From an optimization exercise on the open Yosys and OpenROAD flow, aimed at small area, a short achievable clock period and few clock cycles per item; shortcuts taken in it are not production practice.

==> 01-26 <==
## lattice_interp
module lattice_interp (
  input  wire        clk,
  input  wire        rst,
  input  wire        in_valid,
  input  wire [63:0] in_x,         
  output reg         in_ready,
  output reg         mem_rd,
  output reg  [16:0] mem_addr,
  input  wire [15:0] mem_rdata,    
  output reg         out_valid,
  output reg  [15:0] out_y
);
  wire [15:0] f0 = {in_x[11:0],  in_x[15:12]};
  wire [15:0] f1 = {in_x[27:16], in_x[31:28]};
  wire [15:0] f2 = {in_x[43:32], in_x[47:44]};
  wire [15:0] f3 = {in_x[59:48], in_x[63:60]};
  wire [5:0] cge = {f2 >= f3, f1 >= f3, f1 >= f2, f0 >= f3, f0 >= f2, f0 >= f1};
  wire [5:0] ceq = {f2 == f3, f1 == f3, f1 == f2, f0 == f3, f0 == f2, f0 == f1};
  wire [3:0] zm  = {f3 == 16'd0, f2 == 16'd0, f1 == 16'd0, f0 == 16'd0};
  reg         busy;        
  reg         fc;          
  reg         tk;          
  reg  [5:0]  rge, req;    
  reg  [3:0]  R;           
  reg  [3:0]  done;        
  reg  [15:0] ib;          
  wire g01 = rge[0], g02 = rge[1], g03 = rge[2], g12 = rge[3], g13 = rge[4], g23 = rge[5];
  wire g10 = ~rge[0] | req[0], g20 = ~rge[1] | req[1], g30 = ~rge[2] | req[2];
  ...
make LEC_CHECK=0 CAP_MARGIN=20 CORE_MARGIN=2 CORE_UTILIZATION=40 CTS_BUF_LIST=sky130_fd_sc_hd__clkbuf_4 SLEW_MARGIN=20 SYNTH_HIERARCHICAL=1 finish   # period 10.0 ns
run.sh (not shown) runs the stock make flow with config.mk's settings and CLKGATE_MAP_FILE= SYNTH_SCRIPT=/design/flow/synth_recipe.tcl, a recipe that flattens the netlist after the stock synthesis.
==> 09-27 (differences from 01-26) <==
==> flow/flow/run.sh (new file) <==
#!/bin/bash
# Standard layout, with plain buffers (buf_2) on the ports instead of the
# delay buffers the port-buffering step picks by default.
set -euo pipefail
bash standard.sh "BUFFER_PORTS_ARGS=-buffer_cell sky130_fd_sc_hd__buf_2" finish > standard.log 2>&1
==> flow/standard.sh (new file) <==
#!/bin/bash
# synth_recipe.tcl (not shown) runs the flow's synth.tcl, then flattens the netlist and writes it again
# the make line also repeats each setting of config.mk as NAME=value (left out here)
make -C /OpenROAD-flow-scripts/flow DESIGN_CONFIG=/design/flow/config.mk WORK_HOME=/design/flow/orfs CLKGATE_MAP_FILE= SYNTH_SCRIPT=/design/flow/synth_recipe.tcl "${@:-finish}"
removed: flow/run.sh
==> results.toml <==
[clock_tree]
cts_buffers = 66

[outcome]
status = "timing/DRC/antenna clean"

[setup_path]
worstPathCellList = "inv_1 > ha_1 > inv_1 > fa_1 > nand2b_1 > a21oi_1 > o21ai_0 > a21boi_0 > o21a_1 > o21a_1 > o21ai_0 > nor2b_1 > o311ai_0 > ha_1 > nand4_1 > a211o_1 > a22oi_1 > buf_4 > nand3_2 > nor4_2 > xor2_1"
path_buf_inv = 3

[cells_and_area]
buf_share_pct = 2.99
signal_buffers = 122
stdcell_count = 2598

[routing]
num_vias = 13800

[timing]
hold_ws_ns = 0.274
post-route-min-period_ns = 4.90
the above is filed under 09-27

==> results.toml <==
[outcome]
status = "timing/DRC/antenna clean"

[routing]
drt-initial-drc-count = 698
num_vias = 13800

[timing]
post-route-min-period_ns = 4.80

[cells_and_area]
multi_input_area_share_pct = 61.4
signal_buffers = 126

[setup_path]
path_buf_inv = 2
the above is filed under 01-26

Function was not checked in any run of this note: the RTL went through the layout flow alone.

==> inputs of willow <==
Another version of the RTL of lattice_interp (not shown whole).
Settings: LEC_CHECK=0, CAP_MARGIN=20, CORE_MARGIN=2, CORE_UTILIZATION=40, CTS_BUF_LIST=sky130_fd_sc_hd__clkbuf_16, CTS_CLUSTER_DIAMETER=80, CTS_CLUSTER_SIZE=25, SLEW_MARGIN=20, SYNTH_HIERARCHICAL=1; clock period 10.0 ns.
standard.sh (not shown) runs the stock make flow with config.mk's settings and CLKGATE_MAP_FILE= SYNTH_SCRIPT=/design/flow/synth_recipe.tcl, a recipe that flattens the netlist after the stock synthesis.
==> flow/flow/run.sh <==
#!/bin/bash
# Standard layout, with plain buffers (buf_2) on the ports instead of the
# delay buffers the port-buffering step picks by default, and timing repair
# aiming at a shorter period than the 10 ns clock.
set -euo pipefail
bash standard.sh "BUFFER_PORTS_ARGS=-buffer_cell sky130_fd_sc_hd__buf_2" SETUP_SLACK_MARGIN=6.3 finish > standard.log 2>&1
==> inputs of nickel, as changes to willow <==
--- a/flow/design.v
+++ b/flow/design.v
@@ -15,17 +15,17 @@
   reg         lastc;       
   reg         fc;          
   reg  [3:0]  done;        
   wire [3:0]  one_x = {&in_x[63:48], &in_x[47:32], &in_x[31:16], &in_x[15:0]};
   wire [15:0] f0 = {x_r[11:0],  x_r[15:12]};
   wire [15:0] f1 = {x_r[27:16], x_r[31:28]};
   wire [15:0] f2 = {x_r[43:32], x_r[47:44]};
   wire [15:0] f3 = {x_r[59:48], x_r[63:60]};
-  wire [15:0] ib = {x_r[63:60], x_r[47:44], x_r[31:28], x_r[15:12]};
+  reg  [15:0] ib;
   wire g01 = f0 >= f1, g02 = f0 >= f2, g03 = f0 >= f3;
   wire g12 = f1 >= f2, g13 = f1 >= f3, g23 = f2 >= f3;
   wire g10 = f1 >= f0, g20 = f2 >= f0, g30 = f3 >= f0;
   wire g21 = f2 >= f1, g31 = f3 >= f1, g32 = f3 >= f2;
   wire [3:0] R = ~done & {|f3, |f2, |f1, |f0};
   wire [3:0] top;
   assign top[0] = R[0] & (~R[1] | g01) & (~R[2] | g02) & (~R[3] | g03);
   assign top[1] = R[1] & (~R[0] | g10) & (~R[2] | g12) & (~R[3] | g13);
@@ -46,21 +46,21 @@
   lattice_fa ad_5u (.a(ib[2]), .b(ib[6]), .c(ib[10]), .s(ad_5s), .co(ad_5c));
   wire ad_6s, ad_6c;
   lattice_fa ad_6u (.a(ib[14]), .b(ad_2c), .c(ad_5s), .s(ad_6s), .co(ad_6c));
   wire ad_7s, ad_7c;
   lattice_fa ad_7u (.a(ib[3]), .b(ib[7]), .c(ib[11]), .s(ad_7s), .co(ad_7c));
   wire ad_8s, ad_8c;
   lattice_fa ad_8u (.a(ib[15]), .b(ad_5c), .c(ad_7s), .s(ad_8s), .co(ad_8c));
   wire ad_9s, ad_9c;
-  lattice_fa ad_9u (.a(done[0]), .b(done[1]), .c(done[2]), .s(ad_9s), .co(ad_9c));
+  lattice_fa ad_9u (.a(done[0]), .b(done[1]), .c(ib[4]), .s(ad_9s), .co(ad_9c));
   wire ad_10s, ad_10c;
-  lattice_fa ad_10u (.a(done[3]), .b(ib[4]), .c(ib[12]), .s(ad_10s), .co(ad_10c));
+  lattice_fa ad_10u (.a(done[2]), .b(done[3]), .c(ib[12]), .s(ad_10s), .co(ad_10c));
   wire ad_11s, ad_11c;
-  lattice_fa ad_11u (.a(ad_9s), .b(ad_7c), .c(ad_10s), .s(ad_11s), .co(ad_11c));
+  lattice_fa ad_11u (.a(ad_7c), .b(ad_9s), .c(ad_10s), .s(ad_11s), .co(ad_11c));
   wire ad_12s, ad_12c;
   lattice_fa ad_12u (.a(ib[5]), .b(ib[8]), .c(ib[13]), .s(ad_12s), .co(ad_12c));
   wire ad_13s, ad_13c;
   lattice_fa ad_13u (.a(ib[12]), .b(ad_9c), .c(ad_10c), .s(ad_13s), .co(ad_13c));
   wire ad_14 = ad_12s ^ ad_13s;
   wire ad_15 = ad_12s & ad_13s;
   wire ad_16s, ad_16c;
   lattice_fa ad_16u (.a(ib[6]), .b(ib[9]), .c(ib[14]), .s(ad_16s), .co(ad_16c));
@@ -70,25 +70,25 @@
   wire ad_19 = ad_13c & ad_17s;
   wire ad_20s, ad_20c;
   lattice_fa ad_20u (.a(ib[7]), .b(ib[10]), .c(ib[15]), .s(ad_20s), .co(ad_20c));
   wire ad_21s, ad_21c;
   lattice_fa ad_21u (.a(ib[14]), .b(ad_16c), .c(ad_20s), .s(ad_21s), .co(ad_21c));
   wire ad_22 = ad_17c ^ ad_21s;
   wire ad_23 = ad_17c & ad_21s;
   wire ad_24s, ad_24c;
-  lattice_fa ad_24u (.a(done[1]), .b(done[3]), .c(ib[11]), .s(ad_24s), .co(ad_24c));
+  lattice_fa ad_24u (.a(done[1]), .b(ib[11]), .c(ib[8]), .s(ad_24s), .co(ad_24c));
   wire ad_25s, ad_25c;
-  lattice_fa ad_25u (.a(ib[8]), .b(ib[15]), .c(ib[12]), .s(ad_25s), .co(ad_25c));
+  lattice_fa ad_25u (.a(done[3]), .b(ib[15]), .c(ib[12]), .s(ad_25s), .co(ad_25c));
   wire ad_26s, ad_26c;
   lattice_fa ad_26u (.a(ad_20c), .b(ad_24s), .c(ad_25s), .s(ad_26s), .co(ad_26c));
   wire ad_27 = ad_21c ^ ad_26s;
   wire ad_28 = ad_21c & ad_26s;
   wire ad_29s, ad_29c;
-  lattice_fa ad_29u (.a(done[2]), .b(done[3]), .c(ib[9]), .s(ad_29s), .co(ad_29c));
+  lattice_fa ad_29u (.a(done[2]), .b(ib[9]), .c(done[3]), .s(ad_29s), .co(ad_29c));
   wire ad_30s, ad_30c;
   lattice_fa ad_30u (.a(ib[13]), .b(ib[12]), .c(ad_24c), .s(ad_30s), .co(ad_30c));
   wire ad_31s, ad_31c;
   lattice_fa ad_31u (.a(ad_25c), .b(ad_29s), .c(ad_30s), .s(ad_31s), .co(ad_31c));
   wire ad_32 = ad_26c ^ ad_28;
   wire ad_33 = ad_26c & ad_28;
   wire ad_34s, ad_34c;
   lattice_fa ad_34u (.a(ib[10]), .b(ib[14]), .c(ib[13]), .s(ad_34s), .co(ad_34c));
@@ -1650,22 +1650,21 @@
     accn_s   <= s_nx;
     accn_c   <= c_nx;
     lo_r     <= acc[15:0];
     out_y    <= fin ? acc[31:16] : fcy ? fh1 : out_y;
     first1   <= fc;
     first2   <= first1;
     first3   <= first2;
     mem_addr <= addr_nx;
+    ib       <= {in_x[63:60] & ~{4{one_x[3]}}, in_x[47:44] & ~{4{one_x[2]}},
+                 in_x[31:28] & ~{4{one_x[1]}}, in_x[15:12] & ~{4{one_x[0]}}};
     tp       <= bs;
     if (!act) begin
-      x_r  <= {in_x[63:60] & ~{4{one_x[3]}}, in_x[59:48],
-               in_x[47:44] & ~{4{one_x[2]}}, in_x[43:32],
-               in_x[31:28] & ~{4{one_x[1]}}, in_x[27:16],
-               in_x[15:12] & ~{4{one_x[0]}}, in_x[11:0]};
+      x_r  <= in_x;
       done <= one_x;
     end else begin
       done <= done | top;
     end
     if (rst) begin
       act       <= 1'b0;
       in_ready  <= 1'b1;
       lastc     <= 1'b0;
==> inputs of harbor, as changes to willow <==
==> flow/flow/run.sh (replaced) <==
#!/bin/bash
# Standard layout, with plain buffers (buf_1) on the ports instead of the
# delay buffers the port-buffering step picks by default, and timing repair
# aiming at a shorter period than the 10 ns clock.
set -euo pipefail
bash standard.sh "BUFFER_PORTS_ARGS=-buffer_cell sky130_fd_sc_hd__buf_1" SETUP_SLACK_MARGIN=6.3 finish > standard.log 2>&1
==> comparison table <==
metric	nickel	willow	harbor
Worst endpoint required time	10.43 ns	10.43 ns	10.45 ns
Number of global-route vias before repair	15,400	15,700	15,600
Worst setup path start	ib[15]	x_r[63]	x_r[62]
Nets	2,563	2,605	2,640
Setup skew after layout	0.0222 ns	0.0297 ns	0.0332 ns
Global placer's final weighted congestion	0.946	0.961	0.916
Arrival time of the worst setup path	4.17 ns	4.30 ns	4.31 ns
Sum of met3 wire segment lengths after detailed routing	3.21 mm	3.50 mm	4.14 mm
Number of cell rows	84	83	83
Crit. path cell count	15	12	12
Number of instances in the placed design	2,626	2,624	2,625
Largest net degree at the start of global routing	63	63	68
Hold worst-path end	w2[3]	w2[9]	w2[4]
Global routing met1 resource utilization	0.267	0.269	0.264
Worst slew margin	0.268	0.432	0.412
Routed met1 length	23.1 mm	23.3 mm	22.9 mm
Footprint of the multi-input gates	13,800 um^2	13,800 um^2	13,900 um^2
Sequential standard cell area	6850 um^2	6510 um^2	6510 um^2
Overall die area	54,800 um^2	54,100 um^2	54,100 um^2
Status	timing/DRC/antenna clean	timing/DRC/antenna clean	timing/DRC/antenna clean
Tapcells inserted	688	680	680
Clock network area share	0.0308	0.0329	0.0342
Uppermost routed layer	met4	met4	met5
No functional check of the RTL was part of any run of this note.

==> port drivers added, routing unchanged <==
The flow's constraints put no driver on any port. The routed layouts listed below were extracted and timed again, unchanged, in two steps.
Step 1: set_driving_cell puts a clkbuf_16 on clk and a buf_2 on each other input, an assumption about the parent block.
Step 2 also shifts input and output timing later by t, the mid clock arrival at the registers, as if the neighbouring blocks saw the same clock.
Slacks: ideal / step 1 / step 2; pairs: ideal / step 1.
run | t, ns | setup WS [ns] | worst register clock-pin slew, ns | worst slew at a driven data input, ns | cell pins on the clock port's net
01-26 | 0.777 | 5.205 / 5.205 / 5.195 | 0.08 / 0.08 | 0.06 | 1
09-27 | 0.784 | 5.101 / 5.101 / 5.101 | 0.07 / 0.07 | 0.04 | 1
willow | 0.601 | 6.134 / 6.134 / 6.134 | 0.09 / 0.09 | 0.10 | 1
nickel | 0.605 | 6.260 / 6.260 / 6.260 | 0.10 / 0.10 | 0.05 | 1
harbor | 0.605 | 6.147 / 6.147 / 6.147 | 0.10 / 0.10 | 0.10 | 1
After both steps every run listed still meets setup and hold. The setup slack of 01-26, which loses most, moves by 0.000 ns with the drivers and by -0.010 ns with both steps.
